This is an optimization exercise on Yosys and OpenROAD, whose aim is small area, a short achievable clock period and few clock cycles per item, not a production implementation.
Function was checked by simulation only, so behaviour that the tests miss may differ from the original.

==> inputs of exp/ember <==
==> flow/design.v (excerpt) <==
module tally_unit (
    input  wire        clk,
    input  wire        rst,
    input  wire        in_valid,
    output wire        in_ready,
    input  wire [7:0]  in_j,
    input  wire [63:0] in_crc_old,
    input  wire [63:0] in_old,
    input  wire [63:0] in_new,
    output wire        out_valid,
    input  wire        out_ready,
    output reg  [63:0] out_crc
);
==> module tally_unit, before the edit <==
module tally_unit (
    input  wire        clk,
    input  wire        rst,
    input  wire        in_valid,
    output wire        in_ready,
    input  wire [7:0]  in_j,
    input  wire [63:0] in_crc_old,
    input  wire [63:0] in_old,
    input  wire [63:0] in_new,
    output wire        out_valid,
    input  wire        out_ready,
    output reg  [63:0] out_crc
);
    localparam [63:0] POLY = 64'h42F0_E1EB_A9EA_3693;
    function [63:0] mulmod_step;
        input [63:0] r0;
        input [63:0] a;
        input [7:0]  d;
        integer i;
        reg [63:0] r;
        begin
            r = r0;
            for (i = 7; i >= 0; i = i - 1)
                r = {r[62:0], 1'b0} ^ (r[63] ? POLY : 64'h0) ^ (d[i] ? a : 64'h0);
            mulmod_step = r;
        end
    endfunction
    reg  [2:0]  bcnt;         
    reg         rdy;          
    reg         rdy0;         
    reg  [63:0] d_q;
    reg         v_q;          
    reg         l_q;          
    reg  [63:0] t_a;          
    reg  [7:0]  j_a;
    reg  [63:0] crc_old_a;
    reg         b_busy;
    reg  [2:0]  k;            
    reg  [63:0] t_b;
    reg  [63:0] crc_old_b;
    reg  [63:0] s_r;          
    reg  [7:0]  s_q;          
    reg  [63:0] prod;         
    reg         ov;
    wire b_last  = b_busy && (k == 3'd7);
    wire b_done  = b_last && !ov;
    wire b_step  = b_busy && !b_last;
    assign in_ready  = rdy;
    assign out_valid = ov;
    wire take  = in_valid && rdy;
    wire start = v_q && l_q;
    wire [2:0] bcnt_n   = take ? bcnt + 3'd1 : bcnt;
    wire       b_busy_n = start || (b_busy && !b_done);
    wire [2:0] k_n      = start ? 3'd0 : (b_step ? k + 3'd1 : k);
    wire       ov_n     = b_done || (ov && !out_ready);
    wire       rdy_n    = (bcnt_n != 3'd7) || !b_busy_n || (k_n[2:1] == 2'b11 && !ov_n);
    wire [63:0] crc_in = t_a ^ d_q;
    wire [63:0] crc_out;
    tally_crc_word u_crc (.x(crc_in), .y(crc_out));
    wire [63:0] shift_val;
    tally_shift_rom u_rom (
        .j   (j_a),
        .val (shift_val)
    );
    wire [7:0] s_next = s_r[8*(7 - k_n) +: 8];
    wire [63:0] step = mulmod_step(prod, t_b, s_q);
    always @(posedge clk) begin
        if (rst) begin
            bcnt   <= 3'd0;
            rdy    <= 1'b1;
            rdy0   <= 1'b1;
            v_q    <= 1'b0;
            b_busy <= 1'b0;
            k      <= 3'd0;
            ov     <= 1'b0;
        end else begin
            bcnt   <= bcnt_n;
            rdy    <= rdy_n;
            rdy0   <= rdy_n && (bcnt_n == 3'd0);
            v_q    <= take;
            b_busy <= b_busy_n;
            k      <= k_n;
            ov     <= ov_n;
        end
    end
    always @(posedge clk) begin
        d_q <= in_old ^ in_new;
        l_q <= (bcnt == 3'd7);
        if (rdy0) begin
            j_a       <= in_j;
            crc_old_a <= in_crc_old;
        end
        if (rst || start)
            t_a <= 64'h0;             
        else if (v_q)
            t_a <= crc_out;
        if (!b_busy || k[2:1] == 2'b11)
            s_r <= shift_val;
        if (start || b_step)
            s_q <= s_next;
        if (start) begin
            t_b       <= crc_out;
            crc_old_b <= crc_old_a;
            prod      <= 64'h0;
        end else if (b_step) begin
            prod      <= step;
        end
        if (b_done)
            out_crc <= crc_old_b ^ step;
    end
endmodule
clock: 12.0 ns
lec_check: 0
cap_margin: 20
core_margin: 2
core_utilization: 24
place_density: 0.4
slew_margin: 20
synth_memory_max_bits: 16384
standard.sh (not shown) runs the stock make flow with config.mk's settings and CLKGATE_MAP_FILE= SYNTH_SCRIPT=/design/flow/synth_recipe.tcl, a recipe that flattens the netlist after the stock synthesis.
==> flow/flow/run.sh <==
#!/bin/bash
# The standard layout (the design's SDC unchanged), with changes to how it
# is made: timing repair aims 8 ns below the clock period, the port buffers
# are buf_1 cells, and antenna repair after detailed routing may take up to
# 8 rounds.
set -euo pipefail
bash standard.sh "BUFFER_PORTS_ARGS=-buffer_cell sky130_fd_sc_hd__buf_1" SETUP_SLACK_MARGIN=8 MAX_REPAIR_ANTENNAS_ITER_DRT=8 finish > make_finish.log 2>&1
==> exp/onyx (differences from exp/ember) <==
--- a/flow/design.v
+++ b/flow/design.v
@@ -26398,7 +26398,7 @@
     reg  [2:0]  k;            
     reg  [63:0] t_b;
     reg  [63:0] crc_old_b;
-    reg  [63:0] s_r;          
+    reg  [7:0]  j_r;          
     reg  [7:0]  s_q;          
     reg  [63:0] prod;         
     reg         ov;
@@ -26419,10 +26419,10 @@
     tally_crc_word u_crc (.x(crc_in), .y(crc_out));
     wire [63:0] shift_val;
     tally_shift_rom u_rom (
-        .j   (j_a),
+        .j   (j_r),
         .val (shift_val)
     );
-    wire [7:0] s_next = s_r[8*(7 - k_n) +: 8];
+    wire [7:0] s_next = shift_val[8*(7 - k_n) +: 8];
     wire [63:0] step = mulmod_step(prod, t_b, s_q);
     always @(posedge clk) begin
         if (rst) begin
@@ -26455,7 +26455,7 @@
         else if (v_q)
             t_a <= crc_out;
         if (!b_busy || k[2:1] == 2'b11)
-            s_r <= shift_val;
+            j_r <= j_a;
         if (start || b_step)
             s_q <= s_next;
         if (start) begin
==> flow/flow/run.sh (replaced) <==
#!/bin/bash
# The standard layout (the design's SDC unchanged), with two changes to how
# it is made: timing repair aims 8 ns below the clock period, and the port
# buffers are buf_1 cells.
set -euo pipefail
bash standard.sh "BUFFER_PORTS_ARGS=-buffer_cell sky130_fd_sc_hd__buf_1" SETUP_SLACK_MARGIN=8 finish > make_finish.log 2>&1
- CAP_MARGIN: 20 -> 30
- CORE_UTILIZATION: 24 -> 26
- PLACE_DENSITY: 0.4 -> 0.42
- SLEW_MARGIN: 20 -> 30
==> exp/cedar (differences from exp/ember) <==
--- a/flow/design.v
+++ b/flow/design.v
@@ -26398,7 +26398,7 @@
     reg  [2:0]  k;            
     reg  [63:0] t_b;
     reg  [63:0] crc_old_b;
-    reg  [63:0] s_r;          
+    reg  [7:0]  j_r;          
     reg  [7:0]  s_q;          
     reg  [63:0] prod;         
     reg         ov;
@@ -26419,10 +26419,10 @@
     tally_crc_word u_crc (.x(crc_in), .y(crc_out));
     wire [63:0] shift_val;
     tally_shift_rom u_rom (
-        .j   (j_a),
+        .j   (j_r),
         .val (shift_val)
     );
-    wire [7:0] s_next = s_r[8*(7 - k_n) +: 8];
+    wire [7:0] s_next = shift_val[8*(7 - k_n) +: 8];
     wire [63:0] step = mulmod_step(prod, t_b, s_q);
     always @(posedge clk) begin
         if (rst) begin
@@ -26455,7 +26455,7 @@
         else if (v_q)
             t_a <= crc_out;
         if (!b_busy || k[2:1] == 2'b11)
-            s_r <= shift_val;
+            j_r <= j_a;
         if (start || b_step)
             s_q <= s_next;
         if (start) begin
==> flow/flow/run.sh (replaced) <==
#!/bin/bash
# The standard layout (the design's SDC unchanged), with two changes to how
# it is made: timing repair aims 8.5 ns below the clock period, and the port
# buffers are buf_1 cells.
set -euo pipefail
bash standard.sh "BUFFER_PORTS_ARGS=-buffer_cell sky130_fd_sc_hd__buf_1" SETUP_SLACK_MARGIN=8.5 finish > make_finish.log 2>&1
- CORE_UTILIZATION: 24 -> 28
- PLACE_DENSITY: 0.4 -> 0.45
==> flow_summary_export.csv <==
group,metric,value,unit
global_route,gr-total-overflow,0,
timing,setup_ws,7660,ps
detailed_routing,top_layer_used,"met5",
synth,synthAdderAreaFrac,0.00587,
detailed_routing,met3RoutedLength,69.8,mm
synth,syn-instance-count,6106,
run_status,status,"timing/DRC/antenna clean",
synth,synth-compound-area-share,0.184,
The numbers above come from exp/ember.

==> flow_summary_export.csv <==
group,metric,value,unit
run_status,status,"timing/DRC/antenna clean",
synth,syn-instance-count,5795,
global_route,gr-total-overflow,0,
detailed_routing,vias,59300,
detailed_routing,top_layer_used,"met5",
timing,setup_ws,7490,ps
synth,synth-compound-area-share,0.190,
setup_path,cp.depth,12,
detailed_routing,met3RoutedLength,78.0,mm
synth,synthMuxAreaShare,0.00875,
synth,synthAdderAreaFrac,0.00615,
The numbers above come from exp/onyx.

==> flow_summary_export.csv <==
group,metric,value,unit
run_status,toolErrorMsg,"[ERROR GRT-0232] Routing congestion too high. Check the congestion heatmap in the GUI.",
floorplanning,rows,150,
cts,cts_setup_buffers,252,
synth,synthMostInstantiatedCell,"xnor2_1",
synth,synth_area,46800,sq um
synth,synthMuxAreaShare,0.00875,
synth,syn-instance-count,5795,
synth,synthAdderAreaFrac,0.00615,
run_status,status,"did not finish",
run_status,last-stage-reached,"global routing",
The numbers above come from exp/cedar.

Testbench counts of exp/ember, summed over its fixed seeds: cycles 19,280, items 2,400.
Testbench counts of exp/onyx, summed over its fixed seeds: cycles 19,280, items 2,400.
Testbench counts of exp/cedar, summed over its fixed seeds: cycles 19,280, items 2,400.

-- afterwards: timing with drivers on the ports --
How much do the figures lean on ideal ports? The routed layouts below were timed once more, with nothing changed but the port constraints. Step 1 sets driving cells, clkbuf_16 on the clock port and buf_2 on the other inputs (assumed; they add their load-dependent delay and slew). Step 2 also shifts input and output timing later by t, the mid clock arrival at the registers, as if the neighbouring blocks saw the same clock. a / b / c = ideal ports / drivers / drivers and shift; a / b = the first two.
run	shift t [ns]	setup slack, ns	latest minus earliest clock arrival (ns)	slew at the worst register clock pin (ns)	worst data-port slew with drivers (ns)
exp/ember	0.855	7.661 / 7.661 / 7.661	0.083 / 0.083	0.09 / 0.09	0.12
exp/onyx	0.719	7.487 / 7.487 / 7.487	0.056 / 0.056	0.07 / 0.07	0.07
After both steps every run listed still meets setup and hold.
